Source: an optimization exercise on an open RTL-to-GDS flow (aim: small area, a short achievable clock period and few clock cycles). Production flows keep margins and buffers that such runs may drop.

Design vbc_block_decoder, start of the top module:
module vbc_block_decoder (
    input  wire        clk,
    input  wire        rst,           
    input  wire        in_valid,
    output wire        in_ready,
    input  wire [31:0] in_data,       
    input  wire [4:0]  in_w,          
    output reg         out_valid,
    output wire [15:0] out_sample,    
    output reg         out_last       
);
clock: 10.0 ns
lec_check: 0
abc_area: 1
cap_margin: 20
core_margin: 2
core_utilization: 40
cts_cluster_diameter: 100
cts_cluster_size: 25
setup_slack_margin: 4.25
slew_margin: 20
run.sh (not shown) runs the stock make flow with config.mk's settings and CLKGATE_MAP_FILE= SYNTH_SCRIPT=/design/flow/synth_recipe.tcl, a recipe that flattens the netlist after the stock synthesis.
The starting point finished with timing, DRC and antenna clean.
Rerun with:
--- a/flow/design.v
+++ b/flow/design.v
@@ -4,48 +4,39 @@
     input  wire        in_valid,
     output wire        in_ready,
     input  wire [31:0] in_data,       
     input  wire [4:0]  in_w,          
     output reg         out_valid,
     output wire [15:0] out_sample,    
     output reg         out_last       
 );
-    reg [31:0] slot0, slot1;
-    reg        wp;            
+    reg [31:0] wd0, wd1;
     reg [1:0]  cnt;           
-    reg [5:0]  ptr;
+    reg [4:0]  ptr;
     reg [4:0]  w_in;          
     assign in_ready = !cnt[1];
     wire accept = in_valid && !cnt[1];
     reg        hdr;           
     reg        raw;
     reg [1:0]  pred;
     reg [4:0]  w;
     reg [17:0] ab;            
     reg        ua;
     reg [7:0]  idx;           
     reg [3:0]  idle;          
     reg [16:0] u2;            
     reg        v2;
     reg [15:0] hist [0:15];
     assign out_sample = hist[0];
     reg  [15:0] wmask;        
-    integer wi, wb;
-    reg     w_gt, w_eq;
+    integer wi;
     always @(*)
-        for (wi = 0; wi < 16; wi = wi + 1) begin
-            w_gt = 1'b0;
-            w_eq = 1'b1;
-            for (wb = 3; wb >= 0; wb = wb - 1) begin
-                if (((wi >> wb) & 1) == 0) w_gt = w_gt | (w_eq & w[wb]);
-                w_eq = w_eq & (w[wb] == ((wi >> wb) & 1));
-            end
-            wmask[wi] = w[4] | w_gt;
-        end
+        for (wi = 0; wi < 16; wi = wi + 1)
+            wmask[wi] = w > wi;
     wire [17:0] ub = ua ? {2'b0, u2[15:0]} : 18'd0;
     wire [17:0] cg [0:5];     
     wire [17:0] cp [0:5];
     assign cg[0] = ab & ub;
     assign cp[0] = ab ^ ub;
     genvar gl, gi;
     generate
         for (gl = 0; gl < 5; gl = gl + 1) begin : pfx
@@ -57,38 +48,32 @@
                     assign cg[gl+1][gi] = cg[gl][gi];
                     assign cp[gl+1][gi] = cp[gl][gi];
                 end
             end
         end
     endgenerate
     wire [17:0] carry = {cg[5][16:0], 1'b0};      
     wire [17:0] a     = cp[0] ^ carry;
-    wire [17:0] hs0 = ab | ub;
-    wire [17:0] hs1 = hs0 | {1'b0,  hs0[17:1]};
-    wire [17:0] hs2 = hs1 | {2'b0,  hs1[17:2]};
-    wire [17:0] hs3 = hs2 | {4'b0,  hs2[17:4]};
-    wire [17:0] hs  = hs3 | {8'b0,  hs3[17:8]};
-    wire [17:0] hs4 = hs  | {16'b0, hs[17:16]};
+    wire [17:0] hi    = ab | ub;
     reg  [15:0] kt;
     integer j;
     always @(*) begin
         kt[0] = 1'b1;
         for (j = 1; j < 16; j = j + 1)
-            kt[j] = wmask[j] && (hs4[j + 2] || carry[j + 2]);
+            kt[j] = wmask[j] && (((hi >> (j + 2)) != 18'd0) || carry[j + 2]);
     end
     reg  [3:0] k;
     always @(*) begin
         k = 4'd0;
         for (j = 1; j < 16; j = j + 1)
             if (kt[j]) k = j;
     end
     wire [15:0] kmask = {1'b0, kt[15:1]};
-    wire [31:0] wd0 = ptr[5] ? slot1 : slot0;
-    wire [62:0] sh0 = ptr[5] ? {slot0[30:0], slot1} : {slot1[30:0], slot0};
+    wire [62:0] sh0 = {wd1[30:0], wd0};
     wire [46:0] sh1 = ptr[4] ? sh0[62:16] : sh0[46:0];
     wire [38:0] sh2 = ptr[3] ? sh1[46:8]  : sh1[38:0];
     wire [34:0] sh3 = ptr[2] ? sh2[38:4]  : sh2[34:0];
     wire [32:0] sh4 = ptr[1] ? sh3[34:2]  : sh3[32:0];
     wire [31:0] S   = ptr[0] ? sh4[32:1]  : sh4[31:0];
     reg  [4:0]  q;
     integer m;
     always @(*) begin
@@ -134,46 +119,48 @@
     wire [1:0]  cnt_a1  = cnt_a - 2'd1;
     wire [1:0]  cnt_n   = npop[1] ? 2'd0 : npop[0] ? cnt_a1 : cnt_a;
     wire        upd     = go && !raw;
     wire [17:0] a_dec   = a - {2'b0, a[17:2]};
     wire [17:0] ab_n    = upd ? a_dec : a;
     always @(posedge clk) begin
         if (rst) begin
             cnt <= 2'd0;
-            wp  <= 1'b0;
-            ptr <= 6'd0;
+            ptr <= 5'd0;
             hdr <= 1'b1;
             idx <= 8'd0;
             v2  <= 1'b0;
             out_valid <= 1'b0;
         end else begin
             cnt <= cnt_n;
-            wp  <= wp ^ accept;
             if (hgo || (go && last))
-                ptr <= {ptr[5] ^ npop[0], 5'd0};
+                ptr <= 5'd0;
             else if (go)
-                ptr <= {ptr[5] ^ end5, end_pos[4:0]};
+                ptr <= end_pos[4:0];
             if (hdr) begin
                 if (cnt != 2'd0) begin
                     hdr  <= 1'b0;
                     w    <= w_in;
                     pred <= wd0[1:0];
                     raw  <= wd0[6];
                 end
             end else if (go) begin
                 idx <= idx + 8'd1;
                 if (last) hdr <= 1'b1;
             end
             v2 <= go;
             out_valid <= v2;
         end
         if (accept) w_in <= in_w;
-        if (accept && !wp) slot0 <= in_data;
-        if (accept &&  wp) slot1 <= in_data;
+        if (npop == 2'd1)
+            wd0 <= cnt[1] ? wd1 : in_data;
+        else if (accept && cnt == 2'd0)
+            wd0 <= in_data;
+        if (accept && cnt == 2'd1 && npop == 2'd0)
+            wd1 <= in_data;
         if (hdr) begin
             ab <= 18'd4 << wd0[5:2];
             ua <= 1'b0;
         end else begin
             ab <= ab_n;
             ua <= upd;
         end
         idle     <= go ? 4'd0 : idle + 4'd1;
What happened: The changed run ran to the end with no violations; design area fell by 1.3%; wire length fell by 1.2%; hold slack degrades by 0.014 ns; sequential share of layout area rose by 0.33 points; utilization rose by 0.39 points; synthesized area fell by 1.8%; via count fell by 1.3%; maximum frequency hardly moves; first-iteration DRC count rose by 16%.
No run of this note included a check of the RTL's function; only the layout flow was run.

static timing again, ports no longer ideal:
How much do the figures lean on ideal ports? The routed layouts below were timed once more, with nothing changed but the port constraints. Step 1, drivers: a clkbuf_16 drives clk and a buf_2 each remaining input, both assumed. Step 2, shift: input delay + t, output delay - t, t = (earliest + latest rising clock arrival at the registers) / 2. This alone moves slack from input paths to output paths. a / b / c = no drivers / after step 1 / after step 2; a / b = the first two.
run	t, ns	slack for setup (ns)	slew at the worst register clock pin (ns)	pins driven straight from the clock port
the first run	0.625	4.494 / 4.494 / 4.494	0.11 / 0.11	1
the second run	0.627	4.480 / 4.480 / 4.480	0.11 / 0.11	1
After both steps every run listed still meets setup and hold.
